Source: an optimization exercise on an open RTL-to-GDS flow (aim: small area, a short achievable clock period and few clock cycles per item). Production flows keep margins and buffers that such runs may drop.
The RTL was checked by simulation tests, not by an equivalence proof against the original design.

File: standard.sh
#!/bin/bash
# synth_recipe.tcl (not shown) runs the flow's synth.tcl, then flattens the netlist and writes it again
# the make line also repeats each setting of config.mk as NAME=value (left out here)
make -C /OpenROAD-flow-scripts/flow DESIGN_CONFIG=/design/flow/config.mk WORK_HOME=/design/flow/orfs CLKGATE_MAP_FILE= SYNTH_SCRIPT=/design/flow/synth_recipe.tcl "${@:-finish}"
File: config.mk
export PLATFORM = sky130hd
export DESIGN_NAME = symcode_decoder
export DESIGN_NICKNAME = symcode_decoder
export VERILOG_FILES = /design/flow/design.v
export SDC_FILE = /design/flow/constraint.sdc
export NUM_CORES = 4
export LEC_CHECK = 0
export CAP_MARGIN = 20
export CORE_MARGIN = 2
export CORE_UTILIZATION = 55
export SETUP_SLACK_MARGIN = 5
export SLEW_MARGIN = 20
File: constraint.sdc
create_clock -name core_clock -period 10.0 [get_ports {clk}]
set_input_delay 2.0000 -clock core_clock [delete_from_list [all_inputs] [get_ports {clk}]]
set_output_delay 2.0000 -clock core_clock [all_outputs]
set_load 0.01 [all_outputs]
File: design.v
module symcode_cw_decoder (
    input  wire        clk,
    input  wire [31:0] syn,        
    output wire [7:0]  e,          
    output wire        fx,         
    output wire [4:0]  j,          
    output wire [1:0]  status      
);
    localparam [3:0] LAM = 4'd10;
    function [3:0] m4;             
        input [3:0] a;
        input [3:0] b;
        reg   [3:0] acc;
        reg   [3:0] x;
        integer     i;
        begin
            acc = 4'h0;
            x   = a;
            for (i = 0; i < 4; i = i + 1) begin
                if (b[i])
                    acc = acc ^ x;
                x = x[3] ? ({x[2:0], 1'b0} ^ 4'h3) : {x[2:0], 1'b0};
            end
            m4 = acc;
        end
    endfunction
    function [3:0] i4;             
        input [3:0] a;
        begin
            case (a)
                4'd0: i4 = 4'd0;
                4'd1: i4 = 4'd1;
                4'd2: i4 = 4'd9;
                4'd3: i4 = 4'd14;
                4'd4: i4 = 4'd13;
                4'd5: i4 = 4'd11;
                4'd6: i4 = 4'd7;
                4'd7: i4 = 4'd6;
                4'd8: i4 = 4'd15;
                4'd9: i4 = 4'd2;
                4'd10: i4 = 4'd12;
                4'd11: i4 = 4'd5;
                4'd12: i4 = 4'd10;
                4'd13: i4 = 4'd4;
                4'd14: i4 = 4'd3;
                4'd15: i4 = 4'd8;
                default: i4 = 4'd0;
            endcase
        end
    endfunction
    function [7:0] m8;             
        input [7:0] a;
        input [7:0] b;
        reg   [3:0] h, l, k;
        begin
            h  = m4(a[7:4], b[7:4]);
            l  = m4(a[3:0], b[3:0]);
            k  = m4(a[7:4] ^ a[3:0], b[7:4] ^ b[3:0]);
            m8 = {k ^ l, m4(h, LAM) ^ l};
        end
    endfunction
    function [7:0] s8;             
        input [7:0] a;
        begin
            s8 = m8(a, a);
        end
    endfunction
    wire [7:0] t0 = syn[7:0];
    wire [7:0] t1 = syn[15:8];
    wire [7:0] t2 = syn[23:16];
    wire [7:0] t3 = syn[31:24];
    wire [7:0] u0, u1, u2, u3;
    assign u0[7] = t0[5];
    assign u0[6] = t0[2] ^ t0[5] ^ t0[6];
    assign u0[5] = t0[1] ^ t0[3] ^ t0[4];
    assign u0[4] = t0[4] ^ t0[7];
    assign u0[3] = t0[2] ^ t0[3] ^ t0[7];
    assign u0[2] = t0[1] ^ t0[2] ^ t0[3] ^ t0[5] ^ t0[6];
    assign u0[1] = t0[3] ^ t0[4];
    assign u0[0] = t0[0] ^ t0[2] ^ t0[4] ^ t0[5] ^ t0[6];
    assign u1[7] = t1[5];
    assign u1[6] = t1[2] ^ t1[5] ^ t1[6];
    assign u1[5] = t1[1] ^ t1[3] ^ t1[4];
    assign u1[4] = t1[4] ^ t1[7];
    assign u1[3] = t1[2] ^ t1[3] ^ t1[7];
    assign u1[2] = t1[1] ^ t1[2] ^ t1[3] ^ t1[5] ^ t1[6];
    assign u1[1] = t1[3] ^ t1[4];
    assign u1[0] = t1[0] ^ t1[2] ^ t1[4] ^ t1[5] ^ t1[6];
    assign u2[7] = t2[5];
    assign u2[6] = t2[2] ^ t2[5] ^ t2[6];
    assign u2[5] = t2[1] ^ t2[3] ^ t2[4];
    assign u2[4] = t2[4] ^ t2[7];
    assign u2[3] = t2[2] ^ t2[3] ^ t2[7];
    assign u2[2] = t2[1] ^ t2[2] ^ t2[3] ^ t2[5] ^ t2[6];
    assign u2[1] = t2[3] ^ t2[4];
    assign u2[0] = t2[0] ^ t2[2] ^ t2[4] ^ t2[5] ^ t2[6];
    assign u3[7] = t3[5];
    assign u3[6] = t3[2] ^ t3[5] ^ t3[6];
    assign u3[5] = t3[1] ^ t3[3] ^ t3[4];
    assign u3[4] = t3[4] ^ t3[7];
    assign u3[3] = t3[2] ^ t3[3] ^ t3[7];
    assign u3[2] = t3[1] ^ t3[2] ^ t3[3] ^ t3[5] ^ t3[6];
    assign u3[1] = t3[3] ^ t3[4];
    assign u3[0] = t3[0] ^ t3[2] ^ t3[4] ^ t3[5] ^ t3[6];
    wire [7:0] cj  = {u0[7:4], u0[3:0] ^ u0[7:4]};                       
    wire [3:0] nrm = m4(m4(u0[7:4], u0[7:4]), LAM) ^ m4(u0[7:4], u0[3:0]) ^ m4(u0[3:0], u0[3:0]);
    wire       geo = (m8(u0, u2) == s8(u1)) && (m8(u1, u3) == s8(u2));
    reg  [7:0] p_q;                
    reg  [3:0] ni_q;               
    reg  [7:0] e_q;
    reg        nz_q, clean_q, geo_q;
    always @(posedge clk) begin
        p_q     <= m8(u1, cj);
        ni_q    <= i4(nrm);
        e_q     <= t0;
        nz_q    <= (t0 != 8'h00);
        clean_q <= (syn == 32'd0);
        geo_q   <= geo;
    end
    wire [7:0] q = {m4(p_q[7:4], ni_q), m4(p_q[3:0], ni_q)};
    reg  [35:0] m;
    always @(*) begin
        m[0] = (q == 8'h40);    
        m[1] = (q == 8'hbf);    
        m[2] = (q == 8'h2d);    
        m[3] = (q == 8'h5f);    
        m[4] = (q == 8'h01);    
        m[5] = (q == 8'h24);    
        m[6] = (q == 8'h4d);    
        m[7] = (q == 8'h2e);    
        m[8] = (q == 8'h33);    
        m[9] = (q == 8'hc5);    
        m[10] = (q == 8'h45);    
        m[11] = (q == 8'h18);    
        m[12] = (q == 8'h51);    
        m[13] = (q == 8'hfc);    
        m[14] = (q == 8'hfe);    
        m[15] = (q == 8'hb6);    
        m[16] = (q == 8'h3f);    
        m[17] = (q == 8'h70);    
        m[18] = (q == 8'h16);    
        m[19] = (q == 8'hac);    
        m[20] = (q == 8'h26);    
        m[21] = (q == 8'h05);    
        m[22] = (q == 8'ha7);    
        m[23] = (q == 8'h7c);    
        m[24] = (q == 8'ha3);    
        m[25] = (q == 8'hff);    
        m[26] = (q == 8'h92);    
        m[27] = (q == 8'h72);    
        m[28] = (q == 8'h5e);    
        m[29] = (q == 8'h25);    
        m[30] = (q == 8'h69);    
        m[31] = (q == 8'h63);    
        m[32] = (q == 8'h1d);    
        m[33] = (q == 8'hf6);    
        m[34] = (q == 8'h80);    
        m[35] = (q == 8'h5d);    
    end
    reg [4:0] jj;
    integer k;
    always @(*) begin
        jj = 5'd0;
        for (k = 4; k < 36; k = k + 1)
            if (m[k])
                jj = jj | (35 - k);
    end
    wire corr = nz_q && geo_q && (m != 36'd0);
    assign e      = e_q;
    assign fx     = corr && (m[35:4] != 32'd0);
    assign j      = jj;
    assign status = clean_q ? 2'b00 : (corr ? 2'b01 : 2'b10);
endmodule
module symcode_decoder (
    input  wire        clk,
    input  wire        rst,
    input  wire        in_valid,
    output wire        in_ready,
    input  wire [71:0] in_beat,
    output wire        out_valid,
    input  wire        out_ready,
    output wire [63:0] out_data,
    output wire [3:0]  out_status
);
    localparam integer L = 10;
    function [7:0] gf_mul;
        input [7:0] a;
        input [7:0] b;
        reg   [7:0] acc;
        reg   [7:0] x;
        integer     i;
        begin
            acc = 8'h00;
            x   = a;
            for (i = 0; i < 8; i = i + 1) begin
                if (b[i])
                    acc = acc ^ x;
                x = x[7] ? ({x[6:0], 1'b0} ^ 8'h1D) : {x[6:0], 1'b0};
            end
            gf_mul = acc;
        end
    endfunction
    function [7:0] alpha_pow;
        input integer n;
        reg   [7:0] x;
        integer     i;
        begin
            x = 8'h01;
            for (i = 0; i < n; i = i + 1)
                x = x[7] ? ({x[6:0], 1'b0} ^ 8'h1D) : {x[6:0], 1'b0};
            alpha_pow = x;
        end
    endfunction
    reg  [63:0] ring [0:L-1];
    reg  [L-1:0] v;                  
    reg         in_rdy_q;
    reg  [3:0]  w;                   
    reg  [3:0]  bc;                  
    reg  [2:0]  in_idx;
    wire in_fire = in_valid && in_rdy_q;
    assign in_ready = in_rdy_q;
    always @(posedge clk) begin
        ring[0] <= in_rdy_q ? in_beat[63:0] : ring[L-1];
    end
    genvar s;
    generate
        for (s = 1; s < L; s = s + 1) begin : g_ring
            always @(posedge clk) ring[s] <= ring[s-1];
        end
    endgenerate
    reg  [31:0] acc_a, acc_b;
    wire [1:0]  nb_g = in_idx[2:1];
    wire [31:0] acc_sel = acc_a;
    wire [31:0] acc_nxt;
    genvar i, l;
    generate
        for (i = 0; i < 4; i = i + 1) begin : g_syn
            localparam [7:0] A1 = alpha_pow(i);
            localparam [7:0] A2 = alpha_pow(2 * i);
            localparam [7:0] A4 = alpha_pow(4 * i);
            wire [7:0] pr [0:3];
            for (l = 0; l < 4; l = l + 1) begin : g_p
                assign pr[l] = gf_mul(in_beat[16*l +: 8], A1) ^ in_beat[16*l+8 +: 8];
            end
            wire [7:0] q0 = gf_mul(pr[0], A2) ^ pr[1];
            wire [7:0] q1 = gf_mul(pr[2], A2) ^ pr[3];
            wire [7:0] td = gf_mul(q0, A4) ^ q1;
            localparam [7:0] W0 = alpha_pow((i * (255 - 25)) % 255);
            localparam [7:0] W1 = alpha_pow((i * (255 - 18)) % 255);
            localparam [7:0] W2 = alpha_pow((i * (255 - 11)) % 255);
            localparam [7:0] W3 = alpha_pow((i * (255 - 4)) % 255);
            wire [7:0] cw = (nb_g == 2'd0) ? gf_mul(in_beat[71:64], W0) :
                            (nb_g == 2'd1) ? gf_mul(in_beat[71:64], W1) :
                            (nb_g == 2'd2) ? gf_mul(in_beat[71:64], W2) : gf_mul(in_beat[71:64], W3);
            localparam [7:0] A8 = alpha_pow((8 * i) % 255);
            wire [7:0] fb = (nb_g == 2'd0) ? 8'h00 : gf_mul(acc_sel[8*i +: 8], A8);
            assign acc_nxt[8*i +: 8] = fb ^ cw ^ td;
        end
    endgenerate
    always @(posedge clk) begin
        if (in_fire) begin
            acc_a <= acc_b;
            acc_b <= acc_nxt;
        end
    end
    reg        in0, in1;             
    reg        dec0, dec1;           
    wire [7:0] d_e;
    wire       d_fx;
    wire [4:0] d_j;
    wire [1:0] d_st;
    symcode_cw_decoder u_dec (.clk(clk), .syn(acc_b), .e(d_e), .fx(d_fx), .j(d_j), .status(d_st));
    reg  [7:0] res_e0, res_e1;
    reg        res_fx0, res_fx1;
    reg  [4:0] res_j0, res_j1;
    reg  [1:0] res_st0, res_st1;
    reg        res_v0, res_v1;       
    always @(posedge clk) begin
        if (dec0) begin
            res_e0 <= d_e; res_fx0 <= d_fx; res_j0 <= d_j; res_st0 <= d_st;
        end
        if (dec1) begin
            res_e1 <= d_e; res_fx1 <= d_fx; res_j1 <= d_j; res_st1 <= d_st;
        end
    end
    reg  [63:0] out_q;
    reg  [3:0]  out_st;
    reg         out_v;
    reg  [2:0]  out_idx;
    reg  [7:0]  o_e0, o_e1;
    reg         o_fx0, o_fx1;
    reg  [4:0]  o_j0, o_j1;
    wire first   = (out_idx == 3'd0);
    wire at_exit = v[L-2] && (bc == 4'd0);
    wire room    = !out_v || out_ready;
    wire deliver = at_exit && room && (!first || (res_v0 && (res_v1 || dec1)));
    wire miss    = at_exit && !deliver;
    wire [7:0] m_e  = first ? res_e0  : (out_idx[0] ? o_e1  : o_e0);
    wire       m_fx = first ? res_fx0 : (out_idx[0] ? o_fx1 : o_fx0);
    wire [4:0] m_j  = first ? res_j0  : (out_idx[0] ? o_j1  : o_j0);
    wire [63:0] mask;
    generate
        for (l = 0; l < 8; l = l + 1) begin : g_mask
            assign mask[8*l +: 8] = (m_fx && m_j == {out_idx[2:1], l[2:0]}) ? m_e : 8'h00;
        end
    endgenerate
    always @(posedge clk) begin
        if (deliver) begin
            out_q <= ring[L-2] ^ mask;
            if (first) begin
                out_st <= {dec1 ? d_st : res_st1, res_st0};
                o_e0 <= res_e0; o_fx0 <= res_fx0; o_j0 <= res_j0;
                if (dec1) begin
                    o_e1 <= d_e; o_fx1 <= d_fx; o_j1 <= d_j;
                end else begin
                    o_e1 <= res_e1; o_fx1 <= res_fx1; o_j1 <= res_j1;
                end
            end
        end
    end
    assign out_valid  = out_v;
    assign out_data   = out_q;
    assign out_status = out_st;
    wire [L-1:0] v_nxt;
    assign v_nxt[0] = in_fire || (v[L-1] && !in_rdy_q);
    generate
        for (s = 1; s < L; s = s + 1) begin : g_v
            if (s == L - 1)
                assign v_nxt[s] = v[s-1] && !deliver;
            else
                assign v_nxt[s] = v[s-1];
        end
    endgenerate
    wire [3:0] w_nxt = in_fire ? 4'd0 : (w == 4'd0 ? L - 1 : w - 4'd1);
    always @(posedge clk) begin
        if (rst) begin
            v        <= {L{1'b0}};
            in_rdy_q <= 1'b1;
            w        <= 4'd0;
            bc       <= 4'd0;
            in_idx   <= 3'd0;
            in0      <= 1'b0;
            in1      <= 1'b0;
            dec0     <= 1'b0;
            dec1     <= 1'b0;
            res_v0   <= 1'b0;
            res_v1   <= 1'b0;
            out_v    <= 1'b0;
            out_idx  <= 3'd0;
        end else begin
            v        <= v_nxt;
            in_rdy_q <= !v_nxt[L-1] && (w_nxt == 4'd0 || v_nxt == {L{1'b0}});
            w        <= w_nxt;
            bc       <= miss ? L - 1 : (bc != 4'd0 ? bc - 4'd1 : 4'd0);
            if (in_fire)
                in_idx <= in_idx + 3'd1;
            in0      <= in_fire && (in_idx == 3'd6);
            in1      <= in_fire && (in_idx == 3'd7);
            dec0     <= in0;
            dec1     <= in1;
            if (deliver && first) begin
                res_v0 <= 1'b0;
                res_v1 <= 1'b0;
            end else begin
                if (dec0) res_v0 <= 1'b1;
                if (dec1) res_v1 <= 1'b1;
            end
            out_v    <= deliver || (out_v && !out_ready);
            if (deliver)
                out_idx <= out_idx + 3'd1;
        end
    end
endmodule
File: flow/run.sh
#!/bin/bash
set -uo pipefail
MARGIN=${MARGIN:-7}
sed "s/SETUP_SLACK_MARGIN=[0-9.]*/SETUP_SLACK_MARGIN=$MARGIN/" standard.sh > standard_margin.sh
grep -q "SETUP_SLACK_MARGIN=$MARGIN" standard_margin.sh || sed -i "s/make -C/make SETUP_SLACK_MARGIN=$MARGIN -C/" standard_margin.sh
bash standard_margin.sh > standard.log 2>&1
==> impl_metrics.py, run 1 <==
metrics = {
    "sta": {
        "holdWs_ns": 0.300,
        "finalCritPeriodShare_pct": 38.0,
        "slew_viol_final": 0,
        "finalHoldViolCount": 0,
        "slew_headroom_pct": 27.5,
        "setup_violations": 0,
        "finalSetupTns_ns": 0,
        "tightestPinTransition_ns": 1.09,
        "finalCriticalPeriod_ns": 3.80,
        "fmax_mhz": 263,
        "rsz0062_at_grt": "true",
        "setup_slack_ns": 6.20,
        "clock_skew_ns": 0.0316,
    },
    "placement": {
        "hpwl_um": 62100,
        "placed_cells": 3855,
        "gp_congestion": 0.937,
        "port_buffers": 145,
        "dpl_worst_slack_ns": 4.66,
        "placed_area_mm2": 0.0376,
    },
    "logic_synthesis": {
        "ys_warn_count": 3,
        "synth-edff-count": 176,
        "synth_top_cell_by_area": "dfxtp_1",
        "synth.cell_area_mm2": 0.0346,
        "synth_simple_gate_area_share_pct": 7.72,
        "synthAdderAreaFrac_pct": 1.14,
        "synth_top_family_by_area": "XOR/XNOR gates",
        "synth.distinct_cells": 81,
        "netlist_instances": 2996,
        "synth_fp_nets": 3102,
        "synth_flop_cell": "dfxtp_1",
        "synth_xor_area_share_pct": 23.8,
        "synth_top_area_share_pct": 41.2,
        "ys_seq_area_share_pct": 56.4,
        "synthArstFlopShare_pct": 0,
        "synth_area_leaders": "dfxtp_1 (41%), xnor2_1 (16%), edfxtp_1 (15%), xor2_1 (5.7%), nor2_1 (2.8%)",
        "synth_compound_area_share_pct": 4.79,
        "avgSynthCellArea_um2": 11.5,
        "synth_mux_area_share_pct": 3.85,
        "synth-seq-cells": 887,
    },
    "floorplanning": {
        "ios": 146,
        "core_mm2": 0.0619,
        "start_util_pct": 55.8,
        "die_y_um": 255,
        "row_count": 91,
        "dieArea_mm2": 0.0649,
        "chipWidth_um": 255,
    },
    "cells_and_area": {
        "postLayoutCellArea_mm2": 0.0460,
        "multi_input_area_mm2": 0.0185,
        "antennaDiodeCount": 0,
        "fin_cells": 4280,
        "fillers": 4106,
        "final_util_pct": 74.3,
        "nNetsFinal": 3478,
        "areaGrowthSynthToFinish_pct": 33.1,
        "seqCellArea_mm2": 0.0196,
        "drive_gt1_share_pct": 32.4,
    },
    "route": {
        "vias": 22600,
        "drtIter0Drc": 1595,
        "wl_met3_um": 4740,
        "drc": 0,
        "wl_met2_um": 48000,
        "routedWlPerCell_um": 22.5,
        "drt_wl_total_um": 96200,
        "drtPass1Iterations": 8,
        "vias_per_cell": 5.27,
        "drt-met1-wl_um": 39500,
        "antenna_left": 0,
        "highest_layer": "met5",
    },
    "global_routing": {
        "grtUsageTotal_pct": 29.0,
        "antenna_found_initial": 2,
        "grt-ovfl-total": 0,
        "grt_pass1_vias": 22700,
        "grt_max_degree": 72,
        "grt_pass1_wl_um": 140000,
    },
    "setup_path": {
        "start_kind": "register",
        "crit_type": "reg2reg",
        "arrival_ns": 4.32,
        "end_kind": "register",
        "path_max_fanout": 5,
        "worstPathRequired_ns": 10.53,
    },
    "clocking": {
        "cts.clk_slew.worst_paths_ns": 0.06,
        "cts_sinks": 887,
        "hold_buffers": 0,
        "ctsRootBufferMaster": "clkbuf_16",
        "clk_path_buf_depth": 3,
        "numCtsBuffers": 83,
        "htreeDepth": 3,
        "clk_latency_ns": 0.64,
        "cts_tree": "yes",
    },
    "min_path": {
        "hold_class": "reg2reg",
    },
    "status": {
        "status": "finished clean",
    },
    "flow_run": {
        "max_cap_violations": 0,
    },
}
==> kinds of logic after synthesis <==
family | count (synthesis)
mux | 121
flops | 887
compound gates | 266
buf+inv | 189
xor+xnor | 896
simple gates | 605
fa+ha+maj | 32
==> final cells by class <==
type                            instances  share of cell area, %
Timing Repair Buffer                  436                   8.13
Clock inverter                         40                   1.23
Multi-Input combinational cell       1922                   40.1
Clock buffer                          116                   5.29
Inverter                               42                  0.462
Sequential cell                       887                   42.5
Tap cell                              837                   2.28
==> registers in the layout (all words and copies together), names as in the netlist, 5 cells and up <==
name,flops
o_j0,5
o_e0,8
res_e0,8
res_j1,5
u_dec.e_q,8
out_q,64
res_e1,8
v,10
u_dec.p_q,8
res_j0,5
acc_b,32
o_j1,5
acc_a,32
o_e1,8
ring,640
==> per-layer routing <==
metal	up-vias	global-route usage [%]
met5	-	0
met4	4	12.2
met3	198	4.05
met2	673	49.4
met1	11100	37.2
li1	10600	-
==> cells in the final DEF (no fill, tap or decap), types with 12 or more instances in the layout <==
cell type	Yosys	final
a211oi_1	20	17
a21oi_1	92	76
a21oi_2	2	13
buf_12	0	22
buf_2	24	82
buf_4	7	236
buf_6	1	58
clkbuf_1	99	14
clkbuf_16	0	89
clkbuf_8	0	15
clkdlybuf4s15_2	0	16
clkinv_2	0	16
dfxtp_1	711	696
edfxtp_1	176	176
ha_1	30	16
ha_4	0	14
inv_1	36	27
mux2_2	83	78
mux2i_1	36	33
nand2_1	174	160
nand3_1	36	28
nor2_1	261	250
nor2b_1	21	16
nor3_1	26	23
o211ai_1	12	12
o21ai_0	69	58
xnor2_1	634	419
xnor2_2	10	151
xnor2_4	1	76
xor2_1	227	168
xor2_2	7	34
xor2_4	0	32
==> final timing paths <==
check	slack (ns)	start	cells past startpoint	endpoint
worst max register to register	6.20	acc_b[22]$_DFFE_PP_	15	u_dec.geo_q$_DFF_P_
worst min register to register	0.30	ring[6][51]$_DFF_P_	0	ring[7][51]$_DFF_P_
worst max-delay path	6.20	acc_b[22]$_DFFE_PP_	15	u_dec.geo_q$_DFF_P_
worst min-delay path	0.30	ring[6][51]$_DFF_P_	0	ring[7][51]$_DFF_P_
==> worst max-delay path, stage by stage (launching register included) <==
cell and delay (ns):
edfxtp_1 0.44, xnor3_4 0.61, xnor2_4 0.22, inv_4 0.08, ha_4 0.28, xor3_1 0.24, and2_4 0.18, mux2i_1 0.16
xnor2_1 0.16, xnor2_1 0.12, xnor2_1 0.25, xnor2_1 0.13, or2_1 0.24, o221ai_1 0.16, o21ai_1 0.12, nor4_2 0.29
==> cell usage after synthesis, types with 20 or more instances <==
library cell,count
inv_1,36
clkbuf_1,99
buf_2,24
nor3_1,26
mux2_2,83
ha_1,30
dfxtp_1,711
nor2_1,261
edfxtp_1,176
o21ai_0,69
nand2_1,174
a211oi_1,20
nand3_1,36
xnor2_1,634
a21oi_1,92
mux2i_1,36
nor2b_1,21
xor2_1,227
==> timing repair <==
action,CTS,global route
buffers inserted,167,97
endpoints found under the setup margin,299,261
gates cloned,1,4
gates resized for setup,1016,198
pin swaps,197,163
Testbench counts, summed over its fixed seeds: cycles 12,880, bursts 1,600.
==> run 2: changes to the inputs <==
--- a/design.v
+++ b/design.v
@@ -62,7 +62,7 @@
     function [7:0] s8;             
         input [7:0] a;
         begin
-            s8 = m8(a, a);
+            s8 = {a[7], a[5] ^ a[7], a[6], a[4] ^ a[6], a[3] ^ a[4] ^ a[5] ^ a[6], a[1] ^ a[3] ^ a[5] ^ a[6], a[2] ^ a[4] ^ a[5], a[0] ^ a[2] ^ a[6] ^ a[7]};
         end
     endfunction
     wire [7:0] t0 = syn[7:0];
@@ -182,7 +182,7 @@
     output wire [63:0] out_data,
     output wire [3:0]  out_status
 );
-    localparam integer L = 10;
+    localparam integer L = 11;
     function [7:0] gf_mul;
         input [7:0] a;
         input [7:0] b;
@@ -216,11 +216,15 @@
     reg         in_rdy_q;
     reg  [3:0]  w;                   
     reg  [3:0]  bc;                  
-    reg  [2:0]  in_idx;
+    reg         nb;                  
+    reg  [2:0]  in_idx, nb_idx;
+    reg  [7:0]  cb_q;
     wire in_fire = in_valid && in_rdy_q;
     assign in_ready = in_rdy_q;
     always @(posedge clk) begin
         ring[0] <= in_rdy_q ? in_beat[63:0] : ring[L-1];
+        cb_q    <= in_beat[71:64];
+        nb_idx  <= in_idx;
     end
     genvar s;
     generate
@@ -229,36 +233,154 @@
         end
     endgenerate
     reg  [31:0] acc_a, acc_b;
-    wire [1:0]  nb_g = in_idx[2:1];
+    wire [1:0]  nb_g = nb_idx[2:1];
     wire [31:0] acc_sel = acc_a;
     wire [31:0] acc_nxt;
+    wire [63:0] ring0 = ring[0];
+    wire [31:0] lin_d;
+    wire lx64 = ring0[14] ^ ring0[46];
+    wire lx65 = ring0[10] ^ ring0[55];
+    wire lx66 = ring0[13] ^ ring0[23];
+    wire lx67 = ring0[19] ^ ring0[28];
+    wire lx68 = ring0[38] ^ ring0[47];
+    wire lx69 = ring0[1] ^ ring0[12];
+    wire lx70 = ring0[3] ^ ring0[30];
+    wire lx71 = ring0[5] ^ ring0[15];
+    wire lx72 = ring0[11] ^ ring0[21];
+    wire lx73 = ring0[20] ^ ring0[29];
+    wire lx74 = ring0[2] ^ ring0[22];
+    wire lx75 = ring0[4] ^ ring0[31];
+    wire lx76 = ring0[6] ^ lx64;
+    wire lx77 = ring0[8] ^ ring0[24];
+    wire lx78 = ring0[25] ^ ring0[35];
+    wire lx79 = ring0[39] ^ lx67;
+    wire lx80 = ring0[0] ^ ring0[44];
+    wire lx81 = ring0[9] ^ ring0[18];
+    wire lx82 = ring0[16] ^ ring0[36];
+    wire lx83 = ring0[34] ^ ring0[45];
+    wire lx84 = ring0[37] ^ lx68;
+    wire lx85 = ring0[7] ^ ring0[26];
+    wire lx86 = ring0[17] ^ ring0[27];
+    wire lx87 = ring0[54] ^ lx81;
+    wire lx88 = lx65 ^ lx72;
+    wire lx89 = lx66 ^ lx83;
+    wire lx90 = ring0[7] ^ lx73;
+    wire lx91 = ring0[32] ^ ring0[43];
+    wire lx92 = ring0[33] ^ lx80;
+    wire lx93 = ring0[42] ^ ring0[53];
+    wire lx94 = lx69 ^ lx79;
+    wire lx95 = lx82 ^ lx85;
+    wire lx96 = ring0[1] ^ ring0[41];
+    wire lx97 = ring0[2] ^ lx90;
+    wire lx98 = ring0[3] ^ lx84;
+    wire lx99 = ring0[4] ^ lx77;
+    wire lx100 = ring0[9] ^ ring0[57];
+    wire lx101 = ring0[11] ^ lx74;
+    wire lx102 = ring0[12] ^ ring0[28];
+    wire lx103 = ring0[14] ^ lx71;
+    wire lx104 = ring0[17] ^ ring0[35];
+    wire lx105 = ring0[22] ^ lx88;
+    wire lx106 = ring0[24] ^ ring0[46];
+    wire lx107 = ring0[30] ^ ring0[38];
+    wire lx108 = ring0[31] ^ ring0[39];
+    wire lx109 = ring0[37] ^ lx76;
+    wire lx110 = ring0[47] ^ lx78;
+    wire lx111 = ring0[48] ^ lx77;
+    wire lx112 = lx65 ^ lx71;
+    wire lx113 = lx66 ^ lx75;
+    wire lx114 = lx70 ^ lx93;
+    wire lx115 = lx72 ^ lx75;
+    wire lx116 = lx92 ^ lx105;
+    wire lx117 = ring0[0] ^ ring0[19];
+    wire lx118 = ring0[2] ^ ring0[10];
+    wire lx119 = ring0[5] ^ ring0[21];
+    wire lx120 = ring0[6] ^ ring0[63];
+    wire lx121 = ring0[7] ^ ring0[23];
+    wire lx122 = ring0[8] ^ ring0[53];
+    wire lx123 = ring0[12] ^ ring0[39];
+    wire lx124 = ring0[13] ^ ring0[37];
+    wire lx125 = ring0[16] ^ ring0[61];
+    wire lx126 = ring0[18] ^ ring0[42];
+    wire lx127 = ring0[18] ^ lx89;
+    wire lx128 = ring0[19] ^ ring0[27];
+    wire lx129 = ring0[20] ^ ring0[40];
+    wire lx130 = ring0[22] ^ ring0[62];
+    wire lx131 = ring0[23] ^ ring0[54];
+    wire lx132 = ring0[25] ^ lx100;
+    wire lx133 = ring0[27] ^ lx103;
+    wire lx134 = ring0[31] ^ lx87;
+    wire lx135 = ring0[32] ^ lx84;
+    wire lx136 = ring0[34] ^ ring0[58];
+    wire lx137 = ring0[36] ^ ring0[52];
+    wire lx138 = ring0[44] ^ lx74;
+    wire lx139 = ring0[45] ^ ring0[61];
+    wire lx140 = ring0[51] ^ ring0[55];
+    wire lx141 = ring0[52] ^ lx74;
+    wire lx142 = ring0[54] ^ lx78;
+    wire lx143 = ring0[56] ^ lx99;
+    wire lx144 = ring0[60] ^ lx70;
+    wire lx145 = lx64 ^ lx101;
+    wire lx146 = lx69 ^ lx91;
+    wire lx147 = lx70 ^ lx123;
+    wire lx148 = lx76 ^ lx94;
+    wire lx149 = lx79 ^ lx86;
+    wire lx150 = lx86 ^ lx95;
+    wire lx151 = lx89 ^ lx104;
+    wire lx152 = lx91 ^ lx134;
+    wire lx153 = lx106 ^ lx129;
+    wire lx154 = lx109 ^ lx112;
+    wire lx155 = lx111 ^ lx148;
+    wire lx156 = lx131 ^ lx146;
+    assign lin_d[0] = ring0[0] ^ ring0[16] ^ ring0[32] ^ ring0[40] ^ ring0[56] ^ lx111;
+    assign lin_d[1] = ring0[17] ^ ring0[33] ^ ring0[49] ^ lx96 ^ lx132;
+    assign lin_d[2] = ring0[26] ^ ring0[50] ^ lx118 ^ lx126 ^ lx136;
+    assign lin_d[3] = ring0[3] ^ ring0[11] ^ ring0[35] ^ ring0[43] ^ ring0[51] ^ ring0[59] ^ lx128;
+    assign lin_d[4] = ring0[4] ^ ring0[20] ^ ring0[44] ^ ring0[60] ^ lx102 ^ lx137;
+    assign lin_d[5] = ring0[29] ^ ring0[53] ^ lx119 ^ lx124 ^ lx139;
+    assign lin_d[6] = ring0[54] ^ lx76 ^ lx107 ^ lx130;
+    assign lin_d[7] = ring0[15] ^ ring0[47] ^ ring0[55] ^ ring0[63] ^ lx108 ^ lx121;
+    assign lin_d[8] = ring0[1] ^ ring0[56] ^ lx67 ^ lx121 ^ lx154;
+    assign lin_d[9] = ring0[6] ^ ring0[11] ^ ring0[15] ^ ring0[48] ^ ring0[57] ^ lx68 ^ lx97;
+    assign lin_d[10] = ring0[21] ^ ring0[23] ^ ring0[40] ^ ring0[49] ^ ring0[58] ^ lx70 ^ lx94 ^ lx154;
+    assign lin_d[11] = ring0[5] ^ ring0[50] ^ ring0[59] ^ lx65 ^ lx67 ^ lx73 ^ lx96 ^ lx113 ^ lx135 ^ lx145;
+    assign lin_d[12] = ring0[33] ^ ring0[42] ^ ring0[51] ^ lx84 ^ lx88 ^ lx94 ^ lx97 ^ lx106 ^ lx144;
+    assign lin_d[13] = ring0[13] ^ ring0[25] ^ ring0[34] ^ ring0[43] ^ lx68 ^ lx73 ^ lx115 ^ lx125 ^ lx141 ^ lx147;
+    assign lin_d[14] = ring0[14] ^ ring0[26] ^ ring0[44] ^ lx104 ^ lx113 ^ lx119 ^ lx122 ^ lx130 ^ lx147;
+    assign lin_d[15] = ring0[0] ^ ring0[22] ^ ring0[36] ^ ring0[45] ^ lx87 ^ lx113 ^ lx120 ^ lx133;
+    assign lin_d[16] = ring0[10] ^ ring0[14] ^ ring0[34] ^ lx79 ^ lx80 ^ lx87 ^ lx90 ^ lx107 ^ lx143;
+    assign lin_d[17] = ring0[1] ^ ring0[30] ^ ring0[45] ^ lx71 ^ lx73 ^ lx78 ^ lx88 ^ lx100 ^ lx108 ^ lx117;
+    assign lin_d[18] = ring0[29] ^ ring0[38] ^ lx87 ^ lx95 ^ lx115 ^ lx136 ^ lx138 ^ lx155;
+    assign lin_d[19] = ring0[49] ^ ring0[55] ^ ring0[59] ^ lx86 ^ lx98 ^ lx99 ^ lx102 ^ lx103 ^ lx127 ^ lx138 ^ lx142;
+    assign lin_d[20] = ring0[6] ^ ring0[50] ^ lx80 ^ lx89 ^ lx95 ^ lx112 ^ lx142 ^ lx144 ^ lx153;
+    assign lin_d[21] = lx96 ^ lx109 ^ lx110 ^ lx115 ^ lx139 ^ lx140 ^ lx150;
+    assign lin_d[22] = ring0[8] ^ ring0[46] ^ ring0[62] ^ lx71 ^ lx102 ^ lx126 ^ lx135 ^ lx141 ^ lx150;
+    assign lin_d[23] = ring0[29] ^ ring0[33] ^ ring0[43] ^ lx66 ^ lx81 ^ lx98 ^ lx120 ^ lx122 ^ lx149;
+    assign lin_d[24] = ring0[15] ^ ring0[26] ^ ring0[36] ^ lx110 ^ lx114 ^ lx117 ^ lx124 ^ lx143 ^ lx145;
+    assign lin_d[25] = ring0[20] ^ ring0[26] ^ lx75 ^ lx82 ^ lx98 ^ lx132 ^ lx133 ^ lx156;
+    assign lin_d[26] = ring0[5] ^ ring0[58] ^ lx68 ^ lx76 ^ lx77 ^ lx78 ^ lx82 ^ lx114 ^ lx116 ^ lx149;
+    assign lin_d[27] = ring0[59] ^ lx97 ^ lx114 ^ lx151 ^ lx152 ^ lx155;
+    assign lin_d[28] = ring0[37] ^ ring0[49] ^ ring0[60] ^ lx73 ^ lx85 ^ lx93 ^ lx116 ^ lx152;
+    assign lin_d[29] = ring0[8] ^ ring0[50] ^ lx83 ^ lx107 ^ lx116 ^ lx125 ^ lx128 ^ lx156;
+    assign lin_d[30] = ring0[9] ^ ring0[28] ^ ring0[62] ^ lx69 ^ lx92 ^ lx101 ^ lx108 ^ lx140 ^ lx151 ^ lx153;
+    assign lin_d[31] = ring0[3] ^ ring0[21] ^ ring0[24] ^ ring0[29] ^ ring0[41] ^ ring0[63] ^ lx64 ^ lx69 ^ lx110 ^ lx118 ^ lx127 ^ lx137;
     genvar i, l;
     generate
         for (i = 0; i < 4; i = i + 1) begin : g_syn
-            localparam [7:0] A1 = alpha_pow(i);
-            localparam [7:0] A2 = alpha_pow(2 * i);
-            localparam [7:0] A4 = alpha_pow(4 * i);
-            wire [7:0] pr [0:3];
-            for (l = 0; l < 4; l = l + 1) begin : g_p
-                assign pr[l] = gf_mul(in_beat[16*l +: 8], A1) ^ in_beat[16*l+8 +: 8];
-            end
-            wire [7:0] q0 = gf_mul(pr[0], A2) ^ pr[1];
-            wire [7:0] q1 = gf_mul(pr[2], A2) ^ pr[3];
-            wire [7:0] td = gf_mul(q0, A4) ^ q1;
+            wire [7:0] td = lin_d[8*i +: 8];
             localparam [7:0] W0 = alpha_pow((i * (255 - 25)) % 255);
             localparam [7:0] W1 = alpha_pow((i * (255 - 18)) % 255);
             localparam [7:0] W2 = alpha_pow((i * (255 - 11)) % 255);
             localparam [7:0] W3 = alpha_pow((i * (255 - 4)) % 255);
-            wire [7:0] cw = (nb_g == 2'd0) ? gf_mul(in_beat[71:64], W0) :
-                            (nb_g == 2'd1) ? gf_mul(in_beat[71:64], W1) :
-                            (nb_g == 2'd2) ? gf_mul(in_beat[71:64], W2) : gf_mul(in_beat[71:64], W3);
+            wire [7:0] cw = (nb_g == 2'd0) ? gf_mul(cb_q, W0) :
+                            (nb_g == 2'd1) ? gf_mul(cb_q, W1) :
+                            (nb_g == 2'd2) ? gf_mul(cb_q, W2) : gf_mul(cb_q, W3);
             localparam [7:0] A8 = alpha_pow((8 * i) % 255);
             wire [7:0] fb = (nb_g == 2'd0) ? 8'h00 : gf_mul(acc_sel[8*i +: 8], A8);
             assign acc_nxt[8*i +: 8] = fb ^ cw ^ td;
         end
     endgenerate
     always @(posedge clk) begin
-        if (in_fire) begin
+        if (nb) begin
             acc_a <= acc_b;
             acc_b <= acc_nxt;
         end
@@ -338,6 +460,7 @@
             in_rdy_q <= 1'b1;
             w        <= 4'd0;
             bc       <= 4'd0;
+            nb       <= 1'b0;
             in_idx   <= 3'd0;
             in0      <= 1'b0;
             in1      <= 1'b0;
@@ -352,10 +475,11 @@
             in_rdy_q <= !v_nxt[L-1] && (w_nxt == 4'd0 || v_nxt == {L{1'b0}});
             w        <= w_nxt;
             bc       <= miss ? L - 1 : (bc != 4'd0 ? bc - 4'd1 : 4'd0);
+            nb       <= in_fire;
             if (in_fire)
                 in_idx <= in_idx + 3'd1;
-            in0      <= in_fire && (in_idx == 3'd6);
-            in1      <= in_fire && (in_idx == 3'd7);
+            in0      <= nb && (nb_idx == 3'd6);
+            in1      <= nb && (nb_idx == 3'd7);
             dec0     <= in0;
             dec1     <= in1;
             if (deliver && first) begin
--- a/config.mk
+++ b/config.mk
@@ -7,6 +7,6 @@
 export LEC_CHECK = 0
 export CAP_MARGIN = 20
 export CORE_MARGIN = 2
-export CORE_UTILIZATION = 55
+export CORE_UTILIZATION = 40
 export SETUP_SLACK_MARGIN = 5
 export SLEW_MARGIN = 20
==> run 2 against run 1 <==
Critical path type unchanged. Clock skew increased by 0.022 ns. Largest cell class unchanged. Count of clock-buffer cells in the layout increased by 9. Sequential share of layout area increased by 4.9 points. Worst hold slack improved by 0.0036 ns. Synthesized cell count decreased by 1.3%. Critical path depth decreased by 2. Final area decreased by 3.1%. Non-clock buffer count decreased by 71. Global-route usage decreased by 8.3 points.
==> impl_metrics.py, run 2 <==
metrics = {
    "logic_synthesis": {
        "synth_common_cells": "dfxtp_1 (788), xnor2_1 (581), xor2_1 (245), nor2_1 (239), edfxtp_1 (176)",
        "netlist_instances": 2957,
        "synth-edff-count": 176,
        "synth.cell_area_mm2": 0.0355,
        "synth_top_family_by_area": "XOR/XNOR gates",
        "synth_simple_gate_area_share_pct": 7.02,
        "synth_top_area_share_pct": 44.4,
        "synth_xor_area_share_pct": 22.5,
        "avgSynthCellArea_um2": 12.0,
        "ys_warn_count": 3,
        "ys_seq_area_share_pct": 59.3,
        "synth_fp_nets": 3054,
        "synth_top_cell_by_area": "dfxtp_1",
        "synth_mux_area_share_pct": 3.85,
        "synth_area_leaders": "dfxtp_1 (44%), edfxtp_1 (15%), xnor2_1 (14%), xor2_1 (6.0%), mux2_2 (2.7%)",
        "synth-seq-cells": 964,
        "synth_flop_cell": "dfxtp_1",
        "synth_compound_area_share_pct": 4.85,
        "synthArstFlopShare_pct": 0,
        "synth.most_common_cell": "dfxtp_1",
        "synth.distinct_cells": 89,
        "synthAdderAreaFrac_pct": 0.768,
    },
    "min_path": {
        "hold_class": "reg2reg",
        "min_from": "ring[3][19]$_DFF_P_",
        "holdPathStages": 0,
        "min_to": "ring[4][19]$_DFF_P_",
    },
    "floorplanning": {
        "row_count": 109,
        "dieArea_mm2": 0.0911,
        "chipWidth_um": 302,
        "core_mm2": 0.0881,
        "start_util_pct": 40.3,
        "ios": 146,
        "die_y_um": 302,
    },
    "setup_path": {
        "r2r_cells": 13,
        "crit_top_cell": "xnor2_1",
        "reg2reg_from": "acc_b[11]$_DFFE_PP_",
        "crit_type": "reg2reg",
        "end_kind": "register",
        "reg2reg_slack_ns": 6.64,
        "regToRegEndpoint": "u_dec.geo_q$_DFF_P_",
        "cpPeakStageDelay_ns": 0.44,
        "arrival_ns": 3.93,
        "worstPathRequired_ns": 10.57,
        "start_kind": "register",
        "crit_chain": "inv_2 > ha_4 > xnor2_4 > xnor2_4 > xnor2_1 > nor3_1 > a21o_1 > a22oi_1 > xnor2_1 > xnor2_1 > and3_1 > o221ai_1 > a2111oi_2",
        "slowest_stage": "edfxtp_1",
        "path_max_fanout": 11,
    },
    "sta": {
        "finalSetupTns_ns": 0,
        "setup_violations": 0,
        "tightestPinTransition_ns": 1.05,
        "finalHoldViolCount": 0,
        "rsz0062_at_grt": "true",
        "fmax_mhz": 298,
        "finalCritPeriodShare_pct": 33.6,
        "slew_headroom_pct": 30.3,
        "finalCriticalPeriod_ns": 3.36,
        "clock_skew_ns": 0.0535,
        "slew_viol_final": 0,
    },
    "route": {
        "drt-met1-wl_um": 44200,
        "drtPass1Iterations": 5,
        "vias": 21900,
        "routedWlPerCell_um": 21.0,
        "highest_layer": "met4",
        "antenna_left": 0,
        "vias_per_cell": 4.82,
        "drt_wl_total_um": 95500,
        "wl_met2_um": 45600,
        "drtIter0Drc": 1621,
        "wl_met3_um": 3910,
        "drc": 0,
    },
    "placement": {
        "port_buffers": 145,
        "hpwl_um": 63900,
        "gp_congestion": 0.911,
        "placed_cells": 4192,
        "placed_area_mm2": 0.0385,
    },
    "cells_and_area": {
        "areaGrowthSynthToFinish_pct": 25.6,
        "final_util_pct": 50.6,
        "reg.largest.list": "ring (704), out_q (64)",
        "layout_common_cells": "dfxtp_1 (764), xnor2_1 (527), xor2_1 (224)",
        "nNetsFinal": 3408,
        "postLayoutCellArea_mm2": 0.0446,
        "regMostFlops": "ring",
        "fin_cells": 4552,
        "layout_commonest_cell": "dfxtp_1",
        "largest_reg_flops": 704,
        "drive_gt1_share_pct": 24.1,
    },
    "clocking": {
        "cts.clk_slew.worst_paths_ns": 0.07,
        "clk_path_buf_depth": 3,
        "clk_latency_ns": 0.67,
        "cts_tree": "yes",
        "ctsRootBufferMaster": "clkbuf_16",
        "cts_sinks": 964,
        "numCtsBuffers": 90,
        "htreeDepth": 3,
    },
    "flow_run": {
        "max_cap_violations": 0,
    },
    "status": {
        "status": "finished clean",
    },
    "global_routing": {
        "grtUsageTotal_pct": 20.7,
        "grt_pass1_wl_um": 141000,
        "grt-ovfl-total": 0,
        "grt_max_degree": 66,
        "antenna_found_initial": 4,
        "grt_pass1_vias": 22100,
    },
}
## run 2: metal layers
metal	GRT usage (%)	vias to the layer above
met5	0	-
met4	4.33	0
met3	2.80	133
met2	34.5	537
met1	28.7	10800
li1	-	10500
## run 2: through the flow
stage	hold WS [ns]	setup WS (ns)
floorplan	0.310	5.99
global placement	0.310	5.05
detailed placement	0.312	5.00
CTS	0.307	6.50
global route	0.302	6.49
finish	0.303	6.64
## run 2: worst max-delay path by stage
stage	start	end	depth (start not counted)	slack, ns
floorplan	out_ready	o_e0[0]$_DFFE_PP_	5	5.99
global placement	out_ready	o_e1[3]$_DFFE_PP_	7	5.05
finish	acc_b[11]$_DFFE_PP_	u_dec.geo_q$_DFF_P_	13	6.64
global route	acc_b[6]$_DFFE_PP_	u_dec.geo_q$_DFF_P_	14	6.49
CTS	acc_b[2]$_DFFE_PP_	u_dec.ni_q[0]$_DFF_P_	14	6.50
detailed placement	out_ready	out_st[1]$_DFFE_PP_	7	5.00
## run 2: critical path, delay by kind of cell (launching register included)
family          cells  cell delay (ns)
fa+ha+maj           1             0.27
simple gates        2             0.27
xor+xnor            5             1.28
buf+inv             1             0.19
flops               1             0.44
compound gates      4             0.84
## run 2: logic make-up after synthesis
logic type | after synthesis
muxes | 124
AOI/OAI and AO/OA | 279
DFF | 964
buffers and inverters | 140
and+or+nand+nor | 563
xor gates and xnor gates | 865
adders and majority gates | 22
## run 2: cell type report
| type | instances | area (µm²) |
|---|---|---|
| Fill cell | 7683 | 43500 |
| Inverter | 31 | 159 |
| Clock inverter | 41 | 477 |
| Timing Repair Buffer | 365 | 3090 |
| Tap cell | 1165 | 1460 |
| Antenna cell | 2 | 5.00 |
| Multi-Input combinational cell | 1859 | 15600 |
| Clock buffer | 125 | 2640 |
| Sequential cell | 964 | 21100 |
## run 2: timing repair
| item | 4_1_cts | 5_1_grt |
|---|---|---|
| setup buffers | 129 | 54 |
| hold endpoints to repair | 0 | 0 |
| hold buffers | 0 | 0 |
| gates resized for setup | 527 | 109 |
| setup endpoints to repair | 282 | 239 |
| gates cloned | 6 | 3 |
| pin swaps | 88 | 54 |
Testbench counts of run 2, summed over its fixed seeds: cycles 12,888, bursts 1,600.
==> run 3: changes to the inputs <==
==> flow/run.sh (replaced) <==
#!/bin/bash
set -uo pipefail
MARGIN=${MARGIN:-6.3}
sed "s/SETUP_SLACK_MARGIN=[0-9.]*/SETUP_SLACK_MARGIN=$MARGIN/" standard.sh > standard_margin.sh
grep -q "SETUP_SLACK_MARGIN=$MARGIN" standard_margin.sh || sed -i "s/make -C/make SETUP_SLACK_MARGIN=$MARGIN -C/" standard_margin.sh
bash standard_margin.sh > standard.log 2>&1
==> run 3 against run 2 <==
Worst hold slack improved by 0.0030 ns. Critical path depth decreased by 12. Non-clock buffer count decreased by 146. Sequential share of layout area increased by 2.5 points. Setup slack got worse by 0.25 ns. Register-to-register slack got worse by 0.24 ns.
==> impl_metrics.py, run 3 <==
metrics = {
    "status": {
        "status": "finished clean",
    },
    "sta": {
        "finalHoldViolCount": 0,
        "finalCritPeriodShare_pct": 36.1,
        "fmax_mhz": 277,
        "rsz0062_at_grt": "true",
        "finalSetupTns_ns": 0,
        "slew_headroom_pct": 27.6,
        "clock_skew_ns": 0.0304,
        "slew_viol_final": 0,
        "finalCriticalPeriod_ns": 3.61,
        "tightestPinTransition_ns": 1.09,
        "setup_violations": 0,
    },
    "logic_synthesis": {
        "synth_flop_cell": "dfxtp_1",
        "synth_area_leaders": "dfxtp_1 (44%), edfxtp_1 (15%), xnor2_1 (14%), xor2_1 (6.0%), mux2_2 (2.7%)",
        "avgSynthCellArea_um2": 12.0,
        "synth_top_area_share_pct": 44.4,
        "synth.cell_area_mm2": 0.0355,
        "synth_common_cells": "dfxtp_1 (788), xnor2_1 (581), xor2_1 (245), nor2_1 (239), edfxtp_1 (176)",
        "ys_warn_count": 3,
        "synth-seq-cells": 964,
        "netlist_instances": 2957,
        "synth_fp_nets": 3054,
        "synth_top_cell_by_area": "dfxtp_1",
        "synth.most_common_cell": "dfxtp_1",
        "synth.distinct_cells": 89,
        "ys_seq_area_share_pct": 59.3,
        "synth-edff-count": 176,
        "synthArstFlopShare_pct": 0,
    },
    "floorplanning": {
        "row_count": 109,
        "chipWidth_um": 302,
        "ios": 146,
        "die_y_um": 302,
        "start_util_pct": 40.3,
        "dieArea_mm2": 0.0911,
        "core_mm2": 0.0881,
    },
    "placement": {
        "gp_congestion": 0.922,
        "port_buffers": 145,
        "hpwl_um": 63500,
    },
    "cells_and_area": {
        "layout_common_cells": "dfxtp_1 (778), xnor2_1 (561), xor2_1 (237)",
        "final_util_pct": 48.0,
        "drive_gt1_share_pct": 13.2,
        "regMostFlops": "ring",
        "layout_commonest_cell": "dfxtp_1",
        "reg.largest.list": "ring (704), out_q (64)",
        "areaGrowthSynthToFinish_pct": 19.0,
        "largest_reg_flops": 704,
        "antennaDiodeCount": 0,
        "nNetsFinal": 3254,
    },
    "setup_path": {
        "r2r_cells": 17,
        "cpLargestDelayFamily": "buffers and inverters",
        "worstPathRequired_ns": 8.00,
        "crit_type": "reg2out",
        "critPathBufInv": 1,
        "regToRegEndpoint": "u_dec.ni_q[3]$_DFF_P_",
        "reg2reg_from": "acc_b[3]$_DFFE_PP_",
        "slowest_stage": "clkdlybuf4s50_1",
        "cp-startpoint": "out_st[2]$_DFFE_PP_",
        "cpPeakStageDelay_ns": 0.56,
        "end_kind": "output pin",
        "crit_chain": "clkdlybuf4s50_1",
        "arrival_ns": 1.61,
        "reg2reg_slack_ns": 6.40,
        "path_max_fanout": 1,
        "start_kind": "register",
    },
    "global_routing": {
        "grt_pass1_wl_um": 133000,
        "grt_pass1_vias": 20900,
        "grt-ovfl-total": 0,
        "grtUsageTotal_pct": 19.5,
        "grt_max_degree": 66,
        "antenna_found_initial": 5,
    },
    "route": {
        "drc": 0,
        "drtPass1Iterations": 6,
        "antenna_left": 0,
        "vias_per_cell": 4.80,
        "drtIter0Drc": 1516,
        "routedWlPerCell_um": 20.3,
        "vias": 21100,
        "drt_wl_total_um": 89200,
    },
    "clocking": {
        "hold_buffers": 0,
        "ctsRootBufferMaster": "clkbuf_16",
        "cts.clk_slew.worst_paths_ns": 0.06,
        "cts_sinks": 964,
        "cts_tree": "yes",
        "numCtsBuffers": 88,
        "clk_latency_ns": 0.64,
        "clk_path_buf_depth": 3,
        "htreeDepth": 3,
    },
    "min_path": {
        "hold_class": "reg2reg",
        "min_from": "ring[6][19]$_DFF_P_",
        "holdPathStages": 0,
        "min_to": "ring[7][19]$_DFF_P_",
    },
    "flow_run": {
        "max_cap_violations": 0,
    },
}
[run 3: area by class of cell]
type                    count  area [µm²]
fillers                  7909       45800
flip-flops and latches    964       21100
multi-input cells        1853       14400
clock buffers             123        2580
repair buffers            219        2080
well taps                1165        1460
clock inverters            42         522
inverters                  31         145
[run 3: timing repair]
item,in CTS,in global routing
buffers inserted,19,26
pin swaps,7,11
gates resized for setup,33,60
endpoints found under the setup margin,102,72
[run 3: logic make-up (layout without fill, tap and decap cells)]
logic type / after synthesis / count (layout) / share of synthesized area (%)
muxes: 124 / 124 / 3.85
DFF: 964 / 964 / 59.3
adders and majority gates: 22 / 22 / 0.768
AOI/OAI and AO/OA: 279 / 279 / 4.85
and+or+nand+nor: 563 / 563 / 7.02
buffers and inverters: 140 / 415 / 1.71
xor gates and xnor gates: 865 / 865 / 22.5
[run 3: worst max path at each step]
stage                                        to  slack [ns]  cells after the start
after floorplan               o_e0[0]$_DFFE_PP_        5.99                      5
after global placement      out_q[27]$_DFFE_PP_        5.66                      6
after detailed placement  u_dec.ni_q[0]$_DFF_P_        5.52                     14
after CTS                         out_status[2]        6.30                      1
after global routing      u_dec.ni_q[0]$_DFF_P_        6.26                     17
final                             out_status[2]        6.39                      1
[run 3: per-stage QoR]
step | area [µm²] | hold WS (ns) | setup slack, ns | cells
detailed placement | 38200 | 0.312 | 5.52 | 4187
floorplan | 35600 | 0.310 | 5.99 | 2957
global route | 42300 | 0.319 | 6.26 | 4397
global placement | 38200 | 0.310 | 5.66 | 4187
finish | 42300 | 0.306 | 6.39 | 4397
CTS | 41700 | 0.299 | 6.30 | 4371
[run 3: per-layer routing]
layer / track usage [%] / wire, µm / up-vias / part of all wire, %
li1: - / - / 10100 / -
met1: 28.1 / 42300 / 10300 / 47
met2: 31.3 / 41500 / 537 / 47
met3: 2.57 / 3860 / 96 / 4.3
met4: 4.22 / 1510 / 0 / 1.7
met5: 0 / 0 / - / 0
==> run 4: changes to the inputs <==
==> flow/run.sh (replaced) <==
#!/bin/bash
set -uo pipefail
MARGIN=${MARGIN:-6.7}
sed "s/SETUP_SLACK_MARGIN=[0-9.]*/SETUP_SLACK_MARGIN=$MARGIN/" standard.sh > standard_margin.sh
grep -q "SETUP_SLACK_MARGIN=$MARGIN" standard_margin.sh || sed -i "s/make -C/make SETUP_SLACK_MARGIN=$MARGIN -C/" standard_margin.sh
bash standard_margin.sh > standard.log 2>&1
==> run 4 against run 3 <==
Sequential share of layout area down 1.3 points. Utilization up 1.3 points. Worst hold slack lost 0.0049 ns. Critical path type is now reg2reg. Final area grew 2.8%.
==> impl_metrics.py, run 4 <==
metrics = {
    "global_routing": {
        "grt_max_degree": 66,
        "antenna_found_initial": 7,
        "grtUsageTotal_pct": 19.8,
        "grt_pass1_wl_um": 134000,
        "grt-ovfl-total": 0,
        "grt_pass1_vias": 21200,
    },
    "clocking": {
        "htreeDepth": 3,
        "cts.clk_slew.worst_paths_ns": 0.06,
        "clk_path_buf_depth": 3,
        "hold_buffers": 0,
        "numCtsBuffers": 90,
        "ctsRootBufferMaster": "clkbuf_16",
        "cts_sinks": 964,
        "clk_latency_ns": 0.65,
        "cts_tree": "yes",
    },
    "floorplanning": {
        "ios": 146,
        "row_count": 109,
        "core_mm2": 0.0881,
        "start_util_pct": 40.3,
        "die_y_um": 302,
        "dieArea_mm2": 0.0911,
        "chipWidth_um": 302,
    },
    "route": {
        "drt_wl_total_um": 91700,
        "drtIter0Drc": 1577,
        "drc": 0,
        "antenna_left": 0,
        "vias_per_cell": 4.80,
        "routedWlPerCell_um": 20.4,
        "drtPass1Iterations": 6,
        "vias": 21600,
    },
    "setup_path": {
        "path_max_fanout": 5,
        "crit_chain": "xnor3_4 > buf_12 > xnor2_4 > ha_4 > xor2_1 > xnor2_1 > nand2_1 > xnor2_2 > xnor2_1 > xnor2_1 > xnor2_2 > inv_2 > buf_6 > ha_4 > mux2i_2 > nand2_1 > o21ai_1",
        "crit_cells": 17,
        "crit_type": "reg2reg",
        "arrival_ns": 4.06,
        "crit_top_cell": "xnor2_1",
        "start_kind": "register",
        "worstPathRequired_ns": 10.58,
        "end_kind": "register",
        "critPathBufInv": 3,
        "r2r_cells": 17,
        "slowest_stage": "xnor3_4",
        "cpLargestDelayFamily": "XOR/XNOR gates",
        "cpPeakStageDelay_ns": 0.57,
        "reg2reg_slack_ns": 6.52,
    },
    "cells_and_area": {
        "final_util_pct": 49.3,
        "layout_common_cells": "dfxtp_1 (770), xnor2_1 (540), xor2_1 (229)",
        "layout_commonest_cell": "dfxtp_1",
        "drive_gt1_share_pct": 20.4,
        "reg.largest.list": "ring (704), out_q (64)",
        "seqCellArea_mm2": 0.0211,
        "areaGrowthSynthToFinish_pct": 22.4,
        "regMostFlops": "ring",
        "largest_reg_flops": 704,
        "antennaDiodeCount": 0,
        "fillers": 7760,
        "multi_input_area_mm2": 0.0151,
        "nNetsFinal": 3350,
    },
    "logic_synthesis": {
        "synth.most_common_cell": "dfxtp_1",
        "synth_area_leaders": "dfxtp_1 (44%), edfxtp_1 (15%), xnor2_1 (14%), xor2_1 (6.0%), mux2_2 (2.7%)",
        "ys_warn_count": 3,
        "synth-edff-count": 176,
        "synth_flop_cell": "dfxtp_1",
        "synth.distinct_cells": 89,
        "synthArstFlopShare_pct": 0,
        "netlist_instances": 2957,
        "synth_common_cells": "dfxtp_1 (788), xnor2_1 (581), xor2_1 (245), nor2_1 (239), edfxtp_1 (176)",
        "synth_top_cell_by_area": "dfxtp_1",
        "avgSynthCellArea_um2": 12.0,
        "ys_seq_area_share_pct": 59.3,
        "synth_fp_nets": 3054,
        "synth.cell_area_mm2": 0.0355,
        "synth_top_area_share_pct": 44.4,
        "synth-seq-cells": 964,
    },
    "min_path": {
        "hold_class": "reg2reg",
        "holdPathStages": 0,
    },
    "sta": {
        "slew_headroom_pct": 18.8,
        "clock_skew_ns": 0.0444,
        "holdWs_ns": 0.301,
        "finalCritPeriodShare_pct": 34.8,
        "setup_violations": 0,
        "setup_slack_ns": 6.52,
        "finalSetupTns_ns": 0,
        "fmax_mhz": 287,
        "tightestPinTransition_ns": 1.22,
        "rsz0062_at_grt": "true",
        "finalCriticalPeriod_ns": 3.48,
        "finalHoldViolCount": 0,
        "slew_viol_final": 0,
    },
    "placement": {
        "gp_congestion": 0.915,
        "port_buffers": 145,
        "dpl_worst_slack_ns": 5.41,
        "hpwl_um": 63700,
    },
    "flow_run": {
        "max_cap_violations": 0,
    },
    "status": {
        "status": "finished clean",
    },
}
[run 4: cell counts after synthesis]
Identical to the previous run, type by type.
[run 4: worst paths after layout]
check | startpoint | to
worst min-delay path | ring[7][60]$_DFF_P_ | ring[8][60]$_DFF_P_
worst max-delay path | acc_b[6]$_DFFE_PP_ | u_dec.ni_q[1]$_DFF_P_
worst min register to register | ring[7][60]$_DFF_P_ | ring[8][60]$_DFF_P_
worst max register to register | acc_b[6]$_DFFE_PP_ | u_dec.ni_q[1]$_DFF_P_
[run 4: per-stage QoR]
stage                     area [µm²]  instances
final                          43400       4496
after global placement         38300       4187
after detailed placement       38300       4187
after floorplan                35700       2957
after global routing           43400       4496
after CTS                      42800       4451
[run 4: kinds of logic after synthesis]
logic type               share of synthesized area, %
AO/OA/AOI/OAI                                    4.85
XOR/XNOR                                         22.5
adder cells (fa/ha/maj)                         0.768
buffers and inverters                            1.71
flip-flops                                       59.3
multiplexers                                     3.85
AND/OR/NAND/NOR                                  7.02
[run 4: cell type report]
type                    instances  share of cell area (%)
repair buffers                310                    5.83
clock buffers                 133                    6.17
well taps                    1165                    3.36
multi-input cells            1856                    34.9
clock inverters                37                   0.890
inverters                      31                   0.337
flip-flops and latches        964                    48.6
[run 4: per-layer routing]
metal | routed length [µm] | vias up | share of wire [%] | global-route usage, %
met4 | 1890 | 0 | 2.1 | 5.20
met5 | 0 | - | 0 | 0
met1 | 42100 | 10500 | 46 | 27.5
met3 | 5110 | 109 | 5.6 | 3.41
li1 | - | 10300 | - | -
met2 | 42600 | 597 | 46 | 31.9
[run 4: repair_timing]
item                                    4_1_cts  5_1_grt
cloned                                        1        2
gates resized for setup                     343      119
endpoints found under the setup margin      272      100
pin swaps                                    43       43
buffers inserted                             93       43
==> run 5: changes to the inputs <==
==> flow/run.sh (replaced) <==
#!/bin/bash
set -uo pipefail
MARGIN=${MARGIN:-7}
sed "s/SETUP_SLACK_MARGIN=[0-9.]*/SETUP_SLACK_MARGIN=$MARGIN/" standard.sh > standard_margin.sh
grep -q "SETUP_SLACK_MARGIN=$MARGIN" standard_margin.sh || sed -i "s/make -C/make SETUP_SLACK_MARGIN=$MARGIN -C/" standard_margin.sh
bash standard_margin.sh > standard.log 2>&1
--- a/config.mk
+++ b/config.mk
@@ -5,6 +5,7 @@
 export SDC_FILE = /design/flow/constraint.sdc
 export NUM_CORES = 4
 export LEC_CHECK = 0
+export ABC_AREA = 1
 export CAP_MARGIN = 20
 export CORE_MARGIN = 2
 export CORE_UTILIZATION = 40
==> run 5 against run 4 <==
Final area is 0.65% lower. First-iteration DRC count rose by 25%. Critical path depth decreased by 16. Global-route usage fell by 0.21 points. Count of clock-buffer cells in the layout decreased by 4. Cell count increased by 17%. Via count is 14% higher. Non-clock buffer count down 71.
==> impl_metrics.py, run 5 <==
metrics = {
    "setup_path": {
        "cp-startpoint": "out_q[33]$_DFFE_PP_",
        "path_max_fanout": 1,
        "cp-endpoint": "out_data[33]",
        "regToRegEndpoint": "u_dec.geo_q$_DFF_P_",
        "slowest_stage": "edfxtp_1",
        "worstPathRequired_ns": 8.00,
        "cpLargestDelayFamily": "flip-flops",
        "reg2reg_slack_ns": 6.95,
        "r2r_cells": 22,
        "arrival_ns": 1.28,
        "critPathBufInv": 1,
        "crit_type": "reg2out",
        "cpPeakStageDelay_ns": 0.46,
        "crit_chain": "buf_2",
        "reg2reg_from": "acc_b[9]$_DFFE_PP_",
    },
    "global_routing": {
        "grt_pass1_wl_um": 138000,
        "grt_max_degree": 67,
    },
    "route": {
        "wl_met2_um": 43300,
        "drt_wl_total_um": 93400,
        "wl_met3_um": 4790,
        "antenna_left": 0,
        "drtPass1Iterations": 6,
        "vias": 24600,
        "highest_layer": "met4",
        "drtIter0Drc": 1969,
    },
    "logic_synthesis": {
        "ys_seq_area_share_pct": 58.0,
        "synth-seq-cells": 964,
        "avgSynthCellArea_um2": 9.68,
        "synth.most_common_cell": "nand2_1",
        "ys_warn_count": 3,
        "synth_top_area_share_pct": 43.5,
        "synth_area_leaders": "dfxtp_1 (43%), edfxtp_1 (15%), nand2_1 (11%), xor2_1 (8.7%), xnor2_1 (8.1%)",
        "synth_top_cell_by_area": "dfxtp_1",
        "synth_flop_cell": "dfxtp_1",
    },
    "placement": {
        "port_buffers": 145,
        "placed_cells": 5017,
        "gp_congestion": 0.944,
    },
    "clocking": {
        "clk_latency_ns": 0.65,
        "ctsRootBufferMaster": "clkbuf_16",
        "clk_path_buf_depth": 3,
        "cts_tree": "yes",
        "cts_sinks": 964,
        "htreeDepth": 3,
    },
    "sta": {
        "setup_slack_ns": 6.72,
        "finalHoldViolCount": 0,
        "rsz0062_at_grt": "true",
        "clock_skew_ns": 0.0192,
        "finalCritPeriodShare_pct": 32.8,
        "fmax_mhz": 305,
        "setup_violations": 0,
        "slew_viol_final": 0,
        "finalSetupTns_ns": 0,
        "slew_headroom_pct": 39.1,
        "tightestPinTransition_ns": 0.914,
    },
    "cells_and_area": {
        "drive_gt1_share_pct": 11.9,
        "regMostFlops": "ring",
        "nNetsFinal": 4105,
        "largest_reg_flops": 704,
        "fin_cells": 5261,
    },
    "floorplanning": {
        "dieArea_mm2": 0.0932,
        "ios": 146,
    },
    "min_path": {
        "min_from": "ring[3][61]$_DFF_P_",
        "hold_class": "reg2reg",
    },
    "flow_run": {
        "max_cap_violations": 0,
    },
    "status": {
        "status": "finished clean",
    },
}
## run 5: cell count changes in the layout (fill, tap and decap cells not counted), sizes merged, moves of 28 or more
| cell | before | now |
|---|---|---|
| a21oi | 90 | 49 |
| buf | 201 | 163 |
| clkbuf | 158 | 130 |
| inv | 33 | 241 |
| mux2 | 84 | 0 |
| mux2i | 39 | 1 |
| nand2 | 172 | 1087 |
| nand3 | 28 | 162 |
| xnor2 | 598 | 343 |
| xor2 | 257 | 371 |
## run 5: metal layers
| layer | track usage [%] | vias to the layer above |
|---|---|---|
| met5 | 0 | - |
| li1 | - | 12300 |
| met4 | 4.10 | 0 |
| met3 | 2.60 | 97 |
| met2 | 32.0 | 613 |
| met1 | 27.7 | 11700 |
## run 5: what timing repair did
action / in CTS / in global routing
cloned: 1 / 0
endpoints found under the setup margin: 268 / 166
pin swaps: 22 / 27
gates resized for setup: 370 / 92
setup buffers: 49 / 25
## run 5: cell type report
| class | count | area (µm²) |
|---|---|---|
| fill | 8340 | 46900 |
| sequential | 964 | 21100 |
| multi-input combinational | 2469 | 14600 |
| clock buffer | 129 | 2580 |
| timing repair buffer | 239 | 2010 |
| tap | 1176 | 1470 |
| inverter | 244 | 973 |
| clock inverter | 37 | 414 |
| antenna | 3 | 7.51 |
## run 5: metrics by stage
stage	hold WS [ns]	cell area, µm²	utilization (%)
detailed placement	0.312	39100	43.4
floorplan	0.310	36400	-
global route	0.322	43200	47.9
finish	0.315	43200	47.9
global placement	0.310	39100	43.4
CTS	0.316	42600	47.3
## run 5: cells by family after synthesis
family / synth area share [%]
multiplexers: 0.0276
flip-flops: 58.0
buffers and inverters: 3.48
XOR/XNOR: 17.7
adder cells (fa/ha/maj): 0.724
AO/OA/AOI/OAI: 2.69
AND/OR/NAND/NOR: 17.4
## run 5: worst min path at each step
stage                                     end  slack, ns  cells after the start
after global routing       ring[2][3]$_DFF_P_       0.32                      0
after CTS                 ring[6][58]$_DFF_P_       0.32                      0
after global placement    ring[9][17]$_DFF_P_       0.31                      0
after detailed placement  ring[9][31]$_DFF_P_       0.31                      0
final                     ring[4][61]$_DFF_P_       0.32                      0
after floorplan            ring[2][0]$_DFF_P_       0.31                      0

[re-timing with driven ports]
How much do the figures lean on ideal ports? The routed layouts below were timed once more, with nothing changed but the port constraints. Step 1: set_driving_cell puts a clkbuf_16 on clk and a buf_2 on each other input, an assumption about the parent block. Step 2 times the ports against the registers' clock, not the clock port: input delays grow and output delays shrink by t, the midpoint of the rising clock arrivals with the driver on. a / b / c = ideal ports / drivers / drivers and shift; a / b = the first two.
run	shift t [ns]	setup slack, ns	worst setup path after step 2
run 1	0.689	6.201 / 6.201 / 5.600	input to register
run 2	0.708	6.640 / 6.640 / 6.405	input to register
run 3	0.693	6.392 / 6.326 / 5.800	input to register
run 4	0.691	6.517 / 6.517 / 6.078	input to register
run 5	0.710	6.721 / 6.653 / 6.439	input to register
After both steps every run listed still meets setup and hold. The setup slack of run 1, which loses most, moves by 0.000 ns with the drivers and by -0.601 ns with both steps.
